What follows belongs to an exercise in optimizing a design on an open flow for small area, a short achievable clock period and few clock cycles per item; a production flow would make more cautious choices.
Function was checked by simulation only, so behaviour that the tests miss may differ from the original.
No activity file was given, so power comes from the tool's default toggle rates.

==> flow/design.v, too long to show whole: its modules and the start of the top module <==
// module damask_px: 978 lines
module damask_px (
    input  wire         clk,
    input  wire         rst,         
    input  wire         start,       
    input  wire [47:0]  l16,         
    input  wire [15:0]  seam,        
    input  wire [15:0]  lscale,      
    input  wire [191:0] m,           
    input  wire [47:0]  ug,          
    input  wire [47:0]  uo,          
    input  wire [143:0] c_mat,       
    input  wire [47:0]  ga,          
    input  wire [23:0]  lgo,         
    input  wire [11:0]  cls,         
    input  wire [2:0]   pfl,         
    input  wire         dark,        
    input  wire         lowg_en,
    input  wire         dither_en,
    input  wire [1:0]   pos_u,       
    input  wire [1:0]   pos_v,       
    output reg          lg_rd,       
    output reg  [3:0]   lg_cls,      
    output reg  [5:0]   lg_idx,      
    input  wire [15:0]  lg_data,     
    output reg          done,        
    output wire [47:0]  code,        
    output reg  [2:0]   clip         
);
  // ...
==> flow/flow/run.sh <==
#!/bin/bash
# The standard layout (standard.sh, unchanged synthesis, floorplan,
# placement, CTS and routing), with two settings changed:
#  - ORFS's timing repair aims at a 5 ns critical path: a setup slack margin
#    of 13 ns on the design's 18 ns clock;
#  - every input and output port is buffered with buf_1, the smallest buffer (the default pick
#    is a slow delay buffer).
# The clock and the constraints are the design's.
set -euo pipefail
bash standard.sh SETUP_SLACK_MARGIN=13 "BUFFER_PORTS_ARGS=-buffer_cell sky130_fd_sc_hd__buf_1" finish > layout.log 2>&1
==> flow/standard.sh <==
#!/bin/bash
# synth_recipe.tcl (not shown) runs the flow's synth.tcl, then flattens the netlist and writes it again
# the make line also repeats each setting of config.mk as NAME=value (left out here)
make -C /OpenROAD-flow-scripts/flow DESIGN_CONFIG=/design/flow/config.mk WORK_HOME=/design/flow/orfs CLKGATE_MAP_FILE= SYNTH_SCRIPT=/design/flow/synth_recipe.tcl "${@:-finish}"
==> flow/config.mk <==
export PLATFORM = sky130hd
export DESIGN_NAME = damask_px
export DESIGN_NICKNAME = damask_px
export VERILOG_FILES = /design/flow/design.v
export SDC_FILE = /design/flow/constraint.sdc
export NUM_CORES = 4
export LEC_CHECK = 0
export ABC_AREA = 1
export CAP_MARGIN = 20
export CORE_MARGIN = 2
export CORE_UTILIZATION = 40
export CTS_BUF_LIST = sky130_fd_sc_hd__clkbuf_8
export SLEW_MARGIN = 20
==> flow/constraint.sdc <==
create_clock -name core_clock -period 18.0 [get_ports {clk}]
set_input_delay 3.6000 -clock core_clock [delete_from_list [all_inputs] [get_ports {clk}]]
set_output_delay 3.6000 -clock core_clock [all_outputs]
set_load 0.01 [all_outputs]
==> flow_summary.ini, run 1 <==
[global_routing]
top_usage_layer = met1
grt_pass1_wl_um = 243000
grtUsageMet3_pct = 11.2

[layout]
areaGrowthSynthToFinish_pct = 18.7
final_cells = 6425
antenna_cells = 23
inv_count = 714

[setup_path]
reg2reg_slack_ps = 13110
path_buf_inv = 1
cp_cell_sequence = buf_4, nand3_1, nand2_1, nor2_1, nand3_1, nand2_2, nand3_4, nand2_2, nand3_2, nand2_2, nand4_1, nor2_1, nand4_1, nor2_2, nand4_1, nor2_1, nand4_1, nor2_4, nand4_1, nand2_2, nand2_1
critPathCapture = bop[2]
critPathMaxFanout = 1
startpoint_type = primary input
crit_path_frequent_cell = nand4_1
path_class = primary input to flip-flop
r2r_cells = 10

[power]
p_int_mw = 4.06
powerComb_mw = 6.84
powerSeq_mw = 1.63

[floorplanning]
fp.dieW_um = 291
taps = 1070
die_h_um = 291

[logic_synthesis]
synth_fa_ha_area_share_pct = 15.1
synth_commonest_cells = nand2_1 (1069), inv_1 (693), nor2_1 (463)
ys_warn_count = 1
synth_fp_nets = 5562
synth_compound_area_share_pct = 16.0
synth_area_leader_cell = edfxtp_1
post_synth_num_cell_types = 70
synth_most_common_cell = nand2_1
ys_seq_elements = 359

[detailed_routing]
via_per_inst = 5.73
post_drt_wl_per_cell_um = 26.8
dr.pass1.iters = 6
wl_met1_um = 74200

[placed_design]
routabilityCongestion = 1.04
pre_cts_slack_ps = 11750

[clocking]
clk_path_buf_depth = 3
cts_tree = yes
clk_latency_ps = 720

[status]
status = no timing/DRC/antenna violations

[timing]
period_share_pct = 30.1
rsz0062_at_grt = true
Testbench counts, summed over its fixed seeds: cycles 313,241, pixels 9,600.
==> run 2, diff against run 1 <==
--- a/flow/design.v
+++ b/flow/design.v
@@ -57,17 +57,16 @@
     reg [20:0] xr0, xr1, xr2;
     reg [20:0] dr0, dr1, dr2;
     reg [3:0]  tq0, tq1, tq2;    
     reg [2:0]  off;              
     reg        lowg_r;
     reg [2:0]  need;             
     reg [1:0]  ord0, ord1, ord2;
     reg [1:0]  nlg;
-    reg        early;            
     assign code = {xr2[15:0], xr1[15:0], xr0[15:0]};
     function [3:0] dither_t;
         input [1:0] row;
         input [1:0] col;
         case ({row, col})
             4'h0: dither_t = 4'd0;   4'h1: dither_t = 4'd8;
             4'h2: dither_t = 4'd2;   4'h3: dither_t = 4'd10;
             4'h4: dither_t = 4'd12;  4'h5: dither_t = 4'd4;
@@ -127,50 +126,44 @@
             6'd28: mainop = 19'h3225a;    
             6'd29: mainop = 19'h3429b;    
             6'd30: mainop = 19'h3841c;    
             6'd31: mainop = 19'h3a45d;    
             6'd32: mainop = 19'h3c49e;    
             default: mainop = 19'h00000;
         endcase
     endfunction
-    wire [5:0] lc    = cyc - (early ? 6'd31 : 6'd32);
+    wire [5:0] lc    = cyc - 6'd32;
+    wire       in_lg = run && (cyc >= 6'd32);
     wire       eval  = run && (cyc == 6'd31);
-    wire       in_lg = run && ((cyc >= 6'd32) || (eval && early));
-    wire       rd30  = run && (cyc == 6'd30) && (need[0] || need[1]);
     reg [1:0] e_ord0, e_ord1, e_ord2, e_n;
     always @(*) begin
         e_ord0 = 2'd0; e_ord1 = 2'd0; e_ord2 = 2'd2; e_n = 2'd0;
         case (need)
             3'b001: begin e_ord0 = 2'd0; e_n = 2'd1; end
             3'b010: begin e_ord0 = 2'd1; e_n = 2'd1; end
             3'b100: begin e_ord0 = 2'd2; e_n = 2'd1; end
             3'b011: begin e_ord0 = 2'd0; e_ord1 = 2'd1; e_n = 2'd2; end
             3'b101: begin e_ord0 = 2'd0; e_ord1 = 2'd2; e_n = 2'd2; end
             3'b110: begin e_ord0 = 2'd1; e_ord1 = 2'd2; e_n = 2'd2; end
             3'b111: begin e_ord0 = 2'd0; e_ord1 = 2'd1; e_n = 2'd3; end
             default: ;
         endcase
     end
-    wire [1:0]  o0 = eval ? e_ord0 : ord0;
-    wire [1:0]  o1 = eval ? e_ord1 : ord1;
-    wire [1:0]  o2 = eval ? e_ord2 : ord2;
-    wire [1:0]  nl = eval ? e_n : nlg;
     wire [5:0]  rn      = lc + 6'd1;
-    wire        rn_v    = (rn < {3'd0, nl, 1'b0});
-    wire [1:0]  rn_lamp = ordk(rn[2:1], o0, o1, o2);
-    wire [1:0]  rd_lamp = rd30 ? (need[0] ? 2'd0 : 2'd1) :
-                          ((eval && !early) ? e_ord0 : rn_lamp);
+    wire        rn_v    = (rn < {3'd0, nlg, 1'b0});
+    wire [1:0]  rn_lamp = ordk(rn[2:1], ord0, ord1, ord2);
+    wire [1:0]  rd_lamp = eval ? e_ord0 : rn_lamp;
     wire [20:0] xq_rd   = sel3(rd_lamp, xr0, xr1, xr2);
     wire [3:0]  tq_rd   = (rd_lamp == 2'd0) ? tq0 : ((rd_lamp == 2'd1) ? tq1 : tq2);
     wire [13:0] q_rd    = xq_rd[13:0] - {10'd0, tq_rd};
     wire [5:0]  ln      = lc + 6'd1;
     wire [1:0]  lk      = ln[0] ? ln[2:1] : (ln[2:1] - 2'd1);
-    wire        lk_v    = (ln != 6'd0) && (ln < {3'd0, nl, 1'b0} + 6'd1);
-    wire [1:0]  lk_lamp = ordk(lk, o0, o1, o2);
+    wire        lk_v    = (ln != 6'd0) && (ln < {3'd0, nlg, 1'b0} + 6'd1);
+    wire [1:0]  lk_lamp = ordk(lk, ord0, ord1, ord2);
     wire [18:0] lgop    = !lk_v ? 19'd0 :
                           {(ln[0] ? T_L1 : T_L2), lk_lamp, !ln[0], 1'b0,
                            A_LG, lk_lamp, (ln[0] ? B_F1 : B_F)};
     wire [18:0] p_nx = in_lg ? lgop :
                        (eval || !run) ? 19'd0 : mainop(cyc + 6'd2);
     wire bo0 = bop[0] ^ 1'b0;
     wire bt0 = (bop[1] & ~bop[0] & ~1'b0) | (~bop[1] & bop[0] & 1'b0);
     wire bn0 = bop[1];
@@ -817,37 +810,54 @@
             A_G:     a_nx = r;
             A_XS:    a_nx = xsel;
             A_DS:    a_nx = dsel;
             A_QN:    a_nx = {7'd1, 10'd0, tsel} - {1'b0, xsel[19:0]};
             A_LG:    a_nx = {5'd0, lg_data};
             default: a_nx = xsel;
         endcase
     end
-    integer bk;
     reg [16:0] b_nx;
     always @(*) begin
-        b_nx = {1'b0, lscale};
-        if (run) begin
-            b_nx = 17'd0;
-            for (bk = 0; bk < 3; bk = bk + 1) begin
-                if (p_bs == B_L16 + bk) b_nx = {1'b0, l16[16*bk +: 16]};
-                if (p_bs == B_UG + bk)  b_nx = {1'b0, ug[16*bk +: 16]};
-                if (p_bs == B_GA + bk)  b_nx = {1'b0, ga[16*bk +: 16]};
-                if (p_bs == B_LGO + bk) b_nx = {{9{lgo[8*bk+7]}}, lgo[8*bk +: 8]};
-            end
-            for (bk = 0; bk < 9; bk = bk + 1) begin
-                if (p_bs == B_M + bk)
-                    b_nx = {m[16*(4*(bk/3)+(bk%3))+15], m[16*(4*(bk/3)+(bk%3)) +: 16]};
-                if (p_bs == B_C + bk)
-                    b_nx = {c_mat[16*bk+15], c_mat[16*bk +: 16]};
-            end
-            if (p_bs == B_F1) b_nx = {7'd0, 10'd512 - {1'b0, f_sel}};
-            if (p_bs == B_F)  b_nx = {8'd0, f_sel};
-        end
+        if (!run) b_nx = {1'b0, lscale};
+        else case (p_bs)
+            6'd1: b_nx = {1'b0, l16[15:0]};                    
+            6'd2: b_nx = {1'b0, l16[31:16]};                   
+            6'd3: b_nx = {1'b0, l16[47:32]};                   
+            6'd4: b_nx = {m[15], m[15:0]};                     
+            6'd5: b_nx = {m[31], m[31:16]};                    
+            6'd6: b_nx = {m[47], m[47:32]};                    
+            6'd7: b_nx = {m[79], m[79:64]};                    
+            6'd8: b_nx = {m[95], m[95:80]};                    
+            6'd9: b_nx = {m[111], m[111:96]};                  
+            6'd10: b_nx = {m[143], m[143:128]};                
+            6'd11: b_nx = {m[159], m[159:144]};                
+            6'd12: b_nx = {m[175], m[175:160]};                
+            6'd13: b_nx = {1'b0, ug[15:0]};                    
+            6'd14: b_nx = {1'b0, ug[31:16]};                   
+            6'd15: b_nx = {1'b0, ug[47:32]};                   
+            6'd16: b_nx = {c_mat[15], c_mat[15:0]};            
+            6'd17: b_nx = {c_mat[31], c_mat[31:16]};           
+            6'd18: b_nx = {c_mat[47], c_mat[47:32]};           
+            6'd19: b_nx = {c_mat[63], c_mat[63:48]};           
+            6'd20: b_nx = {c_mat[79], c_mat[79:64]};           
+            6'd21: b_nx = {c_mat[95], c_mat[95:80]};           
+            6'd22: b_nx = {c_mat[111], c_mat[111:96]};         
+            6'd23: b_nx = {c_mat[127], c_mat[127:112]};        
+            6'd24: b_nx = {c_mat[143], c_mat[143:128]};        
+            6'd25: b_nx = {1'b0, ga[15:0]};                    
+            6'd26: b_nx = {1'b0, ga[31:16]};                   
+            6'd27: b_nx = {1'b0, ga[47:32]};                   
+            6'd28: b_nx = {{9{lgo[7]}}, lgo[7:0]};             
+            6'd29: b_nx = {{9{lgo[15]}}, lgo[15:8]};           
+            6'd30: b_nx = {{9{lgo[23]}}, lgo[23:16]};          
+            6'd31: b_nx = {7'd0, 10'd512 - {1'b0, f_sel}};     
+            6'd32: b_nx = {8'd0, f_sel};                       
+            default: b_nx = 17'd0;
+        endcase
     end
     reg  [37:0] acc_nx;
     wire [15:0] m3_1 = m[16*(4*t1_i+3) +: 16];
     wire [15:0] uo_1 = uo[16*t1_i +: 16];
     wire [20:0] dr_1 = sel3(t1_i, dr0, dr1, dr2);
     wire [3:0]  tq_1 = (t1_i == 2'd0) ? tq0 : ((t1_i == 2'd1) ? tq1 : tq2);
     always @(*) begin
         acc_nx = s;              
@@ -949,30 +959,28 @@
                     cyc <= 6'd1;
                 end
             end else begin
                 cyc <= cyc + 6'd1;
                 if (fin30) begin
                     done <= 1'b1;
                     run  <= 1'b0;
                 end
-                if (run && cyc == 6'd30)
-                    early <= rd30;
-                if (rd30 || (eval && !early)) begin
+                if (eval) begin
                     lg_rd  <= 1'b1;
-                    lg_cls <= cls[4*rd_lamp +: 4];
+                    lg_cls <= cls[4*e_ord0 +: 4];
                     lg_idx <= {1'b0, q_rd[13:9]};
                 end
                 if (in_lg) begin
                     if (rn_v) begin
                         lg_rd  <= 1'b1;
                         lg_cls <= cls[4*rn_lamp +: 4];
                         lg_idx <= {1'b0, q_rd[13:9]} + {5'd0, rn[0]};
                     end
-                    if (lc == {3'd0, nl, 1'b0} + 6'd2) begin
+                    if (lc == {3'd0, nlg, 1'b0} + 6'd2) begin
                         done <= 1'b1;
                         run  <= 1'b0;
                     end
                 end
             end
         end
     end
 endmodule
==> run 2 against run 1 <==
Largest cell class unchanged. Flip-flop and latch count is 3 lower. Register-to-register slack hardly changed. Largest power group unchanged. Worst hold slack worse by 16 ps. Total power is 2.6% lower. Non-clock buffer count is 33 lower. Die area is 2.6% lower.
==> flow_summary.ini, run 2 <==
[setup_path]
reg2reg_slack_ps = 13120
reg2reg_from = bop[5]
path_buf_inv = 1
crit_arrival_ps = 1410
crit_family = flip-flops
setup.worst_path.start = xr2[5]
slowest_delay_ps = 510
cp-end-kind = output port
cp_cell_sequence = buf_1
path_class = flip-flop to output port
critPathMaxFanout = 3
r2r_cells = 14
r2r_end = cs_s[25]
startpoint_type = flip-flop
critical_path_required_ps = 14400
crit_slowest_cell = edfxtp_1

[layout]
areaGrowthSynthToFinish_pct = 16.0
fin_nets = 5811
final_common_cell = nand2_1
most-common-layout-cells = nand2_1 (991), buf_1 (686), inv_1 (583)
largestRegisters = acc x38, cs_s x38, cs_c x37
final_cells = 6039
design_area_mm2 = 0.0372
n_fill_cell = 8291
layout-drive-gt1-share_pct = 7.35

[timing]
final-hold-violation-count = 0
period_needed_ps = 5010
fin_hold_ws_ps = 394
setup_viol_count_final = 0
report.final.slew_viol_count = 0
period_share_pct = 27.8
relSlewSlack_pct = 24.9
rsz0062_at_grt = true
worstMarginPinSlew_ps = 1120
fin_setup_tns_ps = 0
timing.fmax_mhz = 200
clock_skew_ps = 95.3

[floorplanning]
fp.dieW_um = 287
die_area_mm2 = 0.0824
ioPinCount = 688
fp.coreArea_mm2 = 0.0791
initial_core_util_pct = 40.5
die_h_um = 287
fp-row-count = 103

[detailed_routing]
post_drt_wl_per_cell_um = 27.5
via_per_inst = 5.78
drc_errors = 0
ant_nets = 0
wl_um = 166000
drt_iter0_drc = 4301
vias = 34900
dr.pass1.iters = 6

[power]
p_leak_nw = 16.2
powerDensity_mw_per_mm2 = 244
vdd.ir_drop.worst_uv = 200
power_mw = 9.07

[logic_synthesis]
ys_seq_elements = 356
yosys.area.top_type_share_pct = 14.2
synth_area_mm2 = 0.0320
seq_area_frac_synth_pct = 27.0
async_reset_ff_share_pct = 0
synth_compound_area_share_pct = 18.5
yosys-mux-area-fraction_pct = 0
synth-xor-area-share_pct = 5.68
synth_fa_ha_area_share_pct = 15.3
synth_top_family_by_area = simple AND/OR/NAND/NOR gates
syn_area_per_cell_um2 = 7.44
synth_edf_count = 152
netlist_top_cells_area = edfxtp_1 (14%), dfxtp_1 (13%), nand2_1 (12%), fa_1 (11%), inv_1 (6.8%)
ys_warn_count = 1
post_synth_num_cell_types = 71
synth_area_leader_cell = edfxtp_1
synth_commonest_cells = nand2_1 (992), inv_1 (577), nor2_1 (311)
synthSimpleGateAreaFrac_pct = 22.7
synthCells = 4307
synth_ff_type = dfxtp_1
synth_most_common_cell = nand2_1
synth_fp_nets = 5215

[clocking]
cts_sinks = 356
cts_buffers = 61
root_buffer = clkbuf_8
clk_latency_ps = 730
cts_tree = yes
htree_levels = 2
cts.reportedPaths.clkPinSlew_ps = 70
clk_path_buf_depth = 3

[global_routing]
grt_usage_pct = 38.8
grt_pass1_vias = 32700
grt_pass1_wl_um = 231000
antenna_found_initial = 40
grt_max_degree = 44
gr-total-overflow = 0

[placed_design]
routabilityCongestion = 1.04
io_buffers = 687
dp_hpwl_um = 133000
dp_cells = 5875
postPlaceCellArea_mm2 = 0.0354

[status]
status = no timing/DRC/antenna violations

[min_path]
worstHoldPathType = flip-flop to flip-flop
min_from = p_i[1]
worst_hold_path.endpoint = t1_i[1]
worstHoldPathCells = 2

[job]
drv_cap = 0
## run 2: cell count changes in the layout (fill, tap and decap cells not counted), sizes merged, moves of 35 or more
cell and delta:
inv -100, a22o +35, nand4 -79, nor2 -139, nand3 +73, nand2 -68
a221oi +55
## run 2: repair_timing
action / CTS / global route
cloned: 0 / 3
buffers inserted: 5 / 5
gates resized for setup: 10 / 23
setup endpoints to repair: 52 / 80
pin swaps: 0 / 4
hold endpoints to repair: 0 / 0
hold buffers: 0 / 0
## run 2: worst max path at each step
stage,endpoint,slack [ps],cells past startpoint
after floorplan,bop[2],13320,6
after global placement,bop[5],12180,18
after detailed placement,bop[2],12310,7
after CTS,code[5],12980,1
after global routing,code[5],12970,1
final,code[37],12990,1
## run 2: logic make-up (layout without fill, tap and decap cells)
family / Yosys count / after routing
AO/OA/AOI/OAI: 909 / 912
other: 0 / 34
AND/OR/NAND/NOR: 1689 / 1689
XOR/XNOR: 208 / 208
flip-flops: 356 / 356
buffers and inverters: 858 / 1503
adder cells (fa/ha/maj): 287 / 287
## run 2: stage by stage
stage	utilization, %	setup WS [ps]
floorplan	-	13320
finish	47.0	12990
detailed placement	44.7	12310
global route	46.9	12970
CTS	46.6	12980
global placement	44.7	12180
## run 2: layout make-up
type	instances	area [um2]	share of cell area (%)
multi-input cells	3096	20200	54.2
well taps	1050	1310	3.53
clock inverters	45	448	1.21
inverters	619	2340	6.30
repair buffers	769	3210	8.63
flip-flops and latches	356	8650	23.3
diodes	34	85.1	0.229
clock buffers	70	963	2.59
## run 2: report_power, final
part / internal (mW) / switching, mW
clock network: 0.467 / 0.386
logic: 1.88 / 4.76
registers: 1.46 / 0.119
## run 2: metal layers
layer  part of all wire, %  vias to the layer above  global-route usage [%]  wire [um]
met5                  0.14                        -                    1.16        225
met4                   7.5                       16                    24.9      12400
met3                    10                      413                    9.25      17300
met2                    44                     2218                    60.5      73800
met1                    38                    16600                    47.9      62500
li1                      -                    15700                       -          -
## run 2: worst register-to-register path: stages, from the launching register on
cell and delay, ps:
dfxtp_1 320, buf_4 370, clkinv_1 540, nand2_1 440, o21ai_4 200, o22ai_1 200, xor2_1 210, inv_1 70
ha_1 310, fa_1 440, fa_1 550, inv_1 50, fa_1 480, inv_1 60, fa_1 450
Testbench counts of run 2, summed over its fixed seeds: cycles 315,254, pixels 9,600.
==> run 3, diff against run 2 <==
==> flow/flow/run.sh (replaced) <==
#!/bin/bash
# The standard layout (standard.sh, unchanged synthesis, floorplan,
# placement, CTS and routing), with two settings changed:
#  - ORFS's timing repair aims at a 4.6 ns critical path: a setup slack margin
#    of 13.4 ns on the design's 18 ns clock;
#  - every input and output port is buffered with buf_1, the smallest buffer (the default pick
#    is a slow delay buffer).
# The clock and the constraints are the design's.
set -euo pipefail
bash standard.sh SETUP_SLACK_MARGIN=13.4 "BUFFER_PORTS_ARGS=-buffer_cell sky130_fd_sc_hd__buf_1" finish > layout.log 2>&1
==> run 3 against run 2 <==
Global-route usage decreased by 0.18 points. Clock power is 12% higher. Register-to-register slack improved by 270 ps. Worst hold slack improved by 12 ps. Combinational power rose by 4.1%. Flip-flop and latch count unchanged. Area after synthesis stayed put. Setup slack improved by 48 ps.
==> flow_summary.ini, run 3 <==
[status]
status = no timing/DRC/antenna violations

[setup_path]
cp-end-kind = output port
path_class = flip-flop to output port
setup.worst_path.start = xr0[5]
path_buf_inv = 1
reg2reg_from = cs_s[29]
r2r_cells = 20
crit_family = flip-flops
worst-path-stages = 1
critical_path_required_ps = 14400
slowest_delay_ps = 500
crit_arrival_ps = 1360
reg2reg_slack_ps = 13390
critPathMaxFanout = 3
crit_slowest_cell = edfxtp_1
startpoint_type = flip-flop
cp_cell_sequence = buf_1

[clocking]
cts.reportedPaths.clkPinSlew_ps = 60
root_buffer = clkbuf_8
htree_levels = 3
hold_buffers = 0
clk_path_buf_depth = 3
cts_tree = yes
cts_sinks = 356
cts_buffers = 66
clk_latency_ps = 690

[global_routing]
grt_pass1_vias = 33100
grtUsageMet3_pct = 9.21
antenna_found_initial = 31
grt_pass1_wl_um = 230000
top_usage_layer = met2
grt_usage_pct = 38.6
globalRouteMet1Util_pct = 47.7
grt.met2_usage_pct = 59.2
grt_max_degree = 48
gr-total-overflow = 0

[logic_synthesis]
synth_fp_nets = 5215
synth_area_mm2 = 0.0320
seq_area_frac_synth_pct = 27.0
post_synth_num_cell_types = 71
synthSimpleGateAreaFrac_pct = 22.7
synth_fa_ha_area_share_pct = 15.3
synth_area_leader_cell = edfxtp_1
synth_edf_count = 152
synth_top_family_by_area = simple AND/OR/NAND/NOR gates
synth_most_common_cell = nand2_1
yosys.area.top_type_share_pct = 14.2
yosys-mux-area-fraction_pct = 0
async_reset_ff_share_pct = 0
synth_commonest_cells = nand2_1 (992), inv_1 (577), nor2_1 (311)
synthCells = 4307
netlist_top_cells_area = edfxtp_1 (14%), dfxtp_1 (13%), nand2_1 (12%), fa_1 (11%), inv_1 (6.8%)
syn_area_per_cell_um2 = 7.44
ys_seq_elements = 356
ys_warn_count = 1
synth_compound_area_share_pct = 18.5
synth-xor-area-share_pct = 5.68
synth_ff_type = dfxtp_1

[timing]
final-hold-violation-count = 0
clock_skew_ps = 62.5
period_share_pct = 27.6
setup_viol_count_final = 0
timing.final.ws_setup_ps = 13040
timing.fmax_mhz = 202
report.final.slew_viol_count = 0
relSlewSlack_pct = 19.6
fin_setup_tns_ps = 0
period_needed_ps = 4960
rsz0062_at_grt = true
worstMarginPinSlew_ps = 1190

[layout]
largestRegisters = acc x38, cs_s x38, cs_c x37
n_fill_cell = 8255
final_cells = 6101
final_common_cell = nand2_1
design_area_mm2 = 0.0382
most-common-layout-cells = nand2_1 (987), buf_1 (633), inv_1 (584)
layout-drive-gt1-share_pct = 10.4
fin_nets = 5879
areaGrowthSynthToFinish_pct = 19.2

[floorplanning]
fp.coreArea_mm2 = 0.0791
fp-row-count = 103
die_h_um = 287
fp.dieW_um = 287
ioPinCount = 688
die_area_mm2 = 0.0824
initial_core_util_pct = 40.5

[job]
drv_cap = 0

[placed_design]
postPlaceCellArea_mm2 = 0.0354
dp_cells = 5879
dp_hpwl_um = 131000
io_buffers = 687
pre_cts_slack_ps = 12210
routabilityCongestion = 1.04

[detailed_routing]
post_drt_wl_per_cell_um = 27.1
drc_errors = 0
wl_um = 165000
via_per_inst = 5.78
dr.pass1.iters = 9
drt_iter0_drc = 4159
vias = 35300
ant_nets = 0

[power]
p_leak_nw = 16.9
powerDensity_mw_per_mm2 = 248
vdd.ir_drop.worst_uv = 227

[min_path]
worstHoldPathCells = 2
min_from = p_i[1]
worstHoldPathType = flip-flop to flip-flop
-- run 3: report_power, final --
part | total, mW | internal [mW] | switching [mW] | leakage [nW]
Combinational | 6.91 | 2.05 | 4.86 | 12.9
Sequential | 1.59 | 1.46 | 0.129 | 3.10
Clock | 0.957 | 0.555 | 0.402 | 0.854
-- run 3: through the flow --
stage | utilization, % | hold WS [ps] | power [mW]
after floorplan | - | 329 | 5.59
after global placement | 44.8 | 400 | 8.06
after detailed placement | 44.8 | 401 | 8.08
after CTS | 47.5 | 409 | 9.11
after global routing | 48.2 | 430 | 10.0
final | 48.3 | 406 | 9.45
-- run 3: layer usage --
metal  share of wire (%)  up-vias
met5               0.041        -
met1                  38    16700
li1                    -    15800
met2                  44     2335
met3                  11      450
met4                 7.8       10
-- run 3: final cells by class --
cell class                      count  area (um2)  area share (%)
Multi-Input combinational cell   3096       20300            53.3
Inverter                          619        2350            6.17
Clock inverter                     41         480            1.26
Antenna cell                       27        67.6           0.177
Tap cell                         1050        1310            3.44
Sequential cell                   356        8670            22.7
Clock buffer                       80        1100            2.88
Timing Repair Buffer              831        3850            10.1
Timing Repair inverter              1        5.00          0.0131
-- run 3: worst paths after layout --
check	end
hold / removal	t1_i[1]
hold reg to reg	t1_i[1]
setup / recovery	code[5]
setup reg to reg	aop[9]
-- run 3: repair_timing --
action | 4_1_cts | 5_1_grt
pin swaps | 8 | 13
buffers inserted | 37 | 33
resized for setup | 86 | 70
gates cloned | 1 | 3
setup endpoints to repair | 174 | 157
-- run 3: logic make-up (layout without fill, tap and decap cells) --
| group | after synthesis | after routing |
|---|---|---|
| other cells | 0 | 27 |
| xor+xnor | 208 | 208 |
| simple gates | 1689 | 1690 |
| flops | 356 | 356 |
| compound gates | 909 | 911 |
| fa+ha+maj | 287 | 287 |
| buf+inv | 858 | 1572 |

separate check: timing with driven ports:
In the flow no input, the clock included, has a driving cell. The finished layouts below were timed again as built, in two steps.
Step 1, drivers: a clkbuf_16 drives clk and a buf_2 each remaining input, both assumed.
Step 2 moves the port delays by t, midway between the first and last clock arrival at a register: inputs arrive t later, outputs are due t later. That takes back most of the time a late clock gives input paths.
a / b / c = ideal ports / drivers / drivers and shift; a / b = the first two.
| run | t (ns) | setup slack, ns | worst hold slack (ns) | worst register clock-pin slew, ns | pins driven straight from the clock port |
|---|---|---|---|---|---|
| run 1 | 0.751 | 12.575 / 12.590 / 11.839 | 0.410 / 0.410 / 0.410 | 0.07 / 0.07 | 1 |
| run 2 | 0.756 | 12.992 / 12.922 / 12.327 | 0.394 / 0.394 / 0.394 | 0.08 / 0.08 | 1 |
| run 3 | 0.730 | 13.040 / 12.966 / 12.528 | 0.406 / 0.406 / 0.406 | 0.08 / 0.08 | 1 |
After both steps setup and hold are still met in every run listed. The setup slack of run 1, which loses most, moves by +0.015 ns with the drivers and by -0.736 ns with both steps.
